This is an optimization exercise on Yosys and OpenROAD, whose aim is small area, a short achievable clock period and few clock cycles, not a production implementation. Power is estimated from default activity; no workload was simulated.

== the reference run ==
Design bx8_quant, start of the top module:
module bx8_quant (
    input  wire        clk,
    input  wire        rst,         
    input  wire        in_valid,
    output wire        in_ready,
    input  wire [31:0] in_data,     
    input  wire [1:0]  in_fmt,      
    input  wire        in_given,    
    input  wire [7:0]  in_scale,    
    output wire        out_valid,
    input  wire        out_ready,
    output wire [7:0]  out_code,    
    output wire [7:0]  out_bx8,     
    output wire        out_last,    
    output wire [3:0]  out_flags    
);
Size in the first run: about 1200 flip-flops, ~70 I/O pins, about 30000 sq um of cells after synthesis.
==> flow/config.mk <==
export PLATFORM = sky130hd
export DESIGN_NAME = bx8_quant
export DESIGN_NICKNAME = bx8_quant
export VERILOG_FILES = /design/flow/design.v
export SDC_FILE = /design/flow/constraint.sdc
export NUM_CORES = 4
export LEC_CHECK = 0
export CAP_MARGIN = 20
export CORE_MARGIN = 2
export CORE_UTILIZATION = 60
export CTS_CLUSTER_DIAMETER = 60
export CTS_CLUSTER_SIZE = 30
export PLACE_DENSITY = 0.75
export SLEW_MARGIN = 20
==> flow/constraint.sdc <==
create_clock -name core_clock -period 25.0 [get_ports {clk}]
set_input_delay 5.0000 -clock core_clock [delete_from_list [all_inputs] [get_ports {clk}]]
set_output_delay 5.0000 -clock core_clock [all_outputs]
set_load 0.01 [all_outputs]
run.sh (not shown) runs the stock make flow with config.mk's settings and CLKGATE_MAP_FILE= SYNTH_SCRIPT=/design/flow/synth_recipe.tcl, a recipe that flattens the netlist after the stock synthesis.
The reference run completed end to end with timing, DRC and antenna clean.
Relative to the reference run, the following input files were edited for the trial run:
==> flow/flow/run.sh (new file) <==
#!/bin/bash
# The standard layout, with the port buffers the standard flow's flow adds made from
# buf_4 cells instead of the resizer's default pick (a delay cell).
set -euo pipefail
export BUFFER_PORTS_ARGS="-buffer_cell sky130_fd_sc_hd__buf_4"
bash standard.sh > standard.log 2>&1
==> flow/standard.sh (new file) <==
#!/bin/bash
# synth_recipe.tcl (not shown) runs the flow's synth.tcl, then flattens the netlist and writes it again
# the make line also repeats each setting of config.mk as NAME=value (left out here)
make -C /OpenROAD-flow-scripts/flow DESIGN_CONFIG=/design/flow/config.mk WORK_HOME=/design/flow/orfs CLKGATE_MAP_FILE= SYNTH_SCRIPT=/design/flow/synth_recipe.tcl "${@:-finish}"
removed: flow/run.sh
Findings:
The trial run: PASS, flow complete, no timing, DRC or antenna violations
The reference run was carried through to the last stage, and its layout satisfied the timing, DRC and antenna checks.
The trial run vs. the reference run: multi-input gate area in the final layout about even; final core utilization went down by 0.59 points.
Going from the reference run to the trial run, hold slack shows no meaningful change; total internal power fell about 0.9%; total chip power fell 38 uW; number of setup buffers added after CTS has remained practically unchanged; count of different cell masters after synthesis essentially unchanged.
The slew at the pin closest to its max-slew limit of the reference run and that of the trial run are within noise of each other.
Relative to the reference run, number of fillers in the final layout has gone up in the trial run.
Function was not checked in any run of this note: the RTL went through the layout flow alone.


## before
bx8_quant, a different RTL version from the one above (not shown whole).
For scale: ~2100 cells after synthesis, roughly 1200 flip-flops, roughly 30000 um2 of cells after synthesis.
// bx8_quant
module bx8_quant (
    input  wire        clk,
    input  wire        rst,         
    input  wire        in_valid,
    output wire        in_ready,
    input  wire [31:0] in_data,     
    input  wire [1:0]  in_fmt,      
    input  wire        in_given,    
    input  wire [7:0]  in_scale,    
    output wire        out_valid,
    input  wire        out_ready,
    output wire [7:0]  out_code,    
    output wire [7:0]  out_bx8,     
    output wire        out_last,    
    output wire [3:0]  out_flags    
);
    localparam integer N  = 67;     
    localparam integer RP = 64;     
    localparam integer W  = 15;     
    function [6:0] inc7(input [6:0] x);
        reg c; integer i;
        begin
            c = 1'b1;
            for (i = 0; i < 7; i = i + 1) begin inc7[i] = x[i] ^ c; c = c & x[i]; end
        end
    endfunction
    function [6:0] dec7(input [6:0] x);
        reg b; integer i;
        begin
            b = 1'b1;
            for (i = 0; i < 7; i = i + 1) begin dec7[i] = x[i] ^ b; b = b & ~x[i]; end
        end
    endfunction
    reg        in_ready_r;
    reg [5:0]  aidx;               
    reg        rin_v, rin_first, rin_last, rin_last_d;
    reg [31:0] rin_d;              
    reg [1:0]  fmt_l;              
    reg        giv_l;
    reg [7:0]  scl_l;
    assign in_ready = in_ready_r;
    wire fire = in_valid & in_ready_r;
    always @(posedge clk) begin
        rin_d <= in_data;
        if (fire & (aidx == 6'd0)) begin
            fmt_l <= in_fmt;
            giv_l <= in_given;
            scl_l <= in_scale;
        end
    end
    reg  [W*N-1:0] ring;
    wire [W-1:0]   comp;
    bx8_compress u_comp (.x(rin_d), .w(comp));
    always @(posedge clk)
  ...
Settings: LEC_CHECK=0, CAP_MARGIN=20, CORE_MARGIN=2, CORE_UTILIZATION=67, CTS_CLUSTER_DIAMETER=64, CTS_CLUSTER_SIZE=32, PLACE_DENSITY=0.8, SLEW_MARGIN=20; clock period 25.0 ns.
standard.sh (not shown) runs the stock make flow with config.mk's settings and CLKGATE_MAP_FILE= SYNTH_SCRIPT=/design/flow/synth_recipe.tcl, a recipe that flattens the netlist after the stock synthesis.
==> flow/flow/run.sh <==
#!/bin/bash
# The standard layout, with two changes:
# - the port buffers come from flow/ports.tcl (buf_2 on inputs, buf_4 on
#   outputs) instead of the resizer's default pick, a delay cell;
# - the resizer's timing repair is asked to keep extra setup slack, so that
#   it also works on paths that meet the clock period already.
set -euo pipefail
export DONT_BUFFER_PORTS=1
export PRE_GLOBAL_PLACE_TCL="$(pwd)/flow/ports.tcl"
export SETUP_SLACK_MARGIN=18.9
bash standard.sh > standard.log 2>&1
==> flow/flow/ports.tcl <==
# Port buffers (run before global placement in place of ORFS's buffer_ports):
# small buffers on the inputs, which each drive one or two gates, and
# stronger ones on the outputs, which drive the pin load.
buffer_ports -inputs -buffer_cell sky130_fd_sc_hd__buf_2
buffer_ports -outputs -buffer_cell sky130_fd_sc_hd__buf_4
Having completed the whole flow, before delivered a layout that passed the timing, DRC and antenna checks.
The inputs of after differ from those of before as listed below.
==> flow/flow/run.sh <==
#!/bin/bash
# The standard layout, with the port buffers made from buf_4 cells instead of
# the resizer's default pick (a delay cell), and the resizer's timing repair
# asked to keep extra setup slack, so that it also works on paths that meet
# the clock period already.
set -euo pipefail
export BUFFER_PORTS_ARGS="-buffer_cell sky130_fd_sc_hd__buf_4"
export SETUP_SLACK_MARGIN=18.9
bash standard.sh > standard.log 2>&1
removed: flow/flow/ports.tcl
[summary]
- after and before ended up with nearly the same number of buffers added on ports.
- after vs. before: non-clock buffer share of cell area went up by 1.9 points.
- Going from before to after, critical path depth higher; design area higher; estimated wirelength of the detail-placed design higher.
- Reported for after and before, die outline height turned out identical to the last digit.
- Cmp after vs before: final worst-path cycle share higher in after
- Fraction of standard cell area that is sequential in after is 1.4 points lower than in before
- before → after: non-clock buffer count now sits higher, register clock-pin slew on the reported worst setup and hold paths now sits at about the same level.
No run of this note included a check of the RTL's function; only the layout flow was run.

afterwards: timing with drivers on the ports:
No port has a modelled driver above. Below, the same layouts with a new extraction and two added sets of constraints. Step 1 (the two cells are an assumption about what drives the block):
set clk [get_ports {clk}]
set_driving_cell -lib_cell sky130_fd_sc_hd__clkbuf_16 $clk
set_driving_cell -lib_cell sky130_fd_sc_hd__buf_2 [delete_from_list [all_inputs] $clk]
Step 2, shift: input delay + t, output delay - t, t = (earliest + latest rising clock arrival at the registers) / 2. This alone moves slack from input paths to output paths. Slacks: no drivers / after step 1 / after step 2; pairs: no drivers / after step 1.
| run | shift t [ns] | setup WS [ns] | worst setup path after step 2 |
|---|---|---|---|
| the reference run | 0.688 | 17.965 / 17.996 / 17.308 | input to register |
| the trial run | 0.679 | 18.510 / 18.539 / 17.860 | input to register |
| before | 0.659 | 18.959 / 18.906 / 18.335 | input to register |
| after | 0.662 | 18.867 / 18.813 / 18.381 | input to register |
After both steps every run listed still meets setup and hold. For the reference run, which loses most, drivers alone change the setup slack by +0.031 ns; drivers and shift together by -0.657 ns.
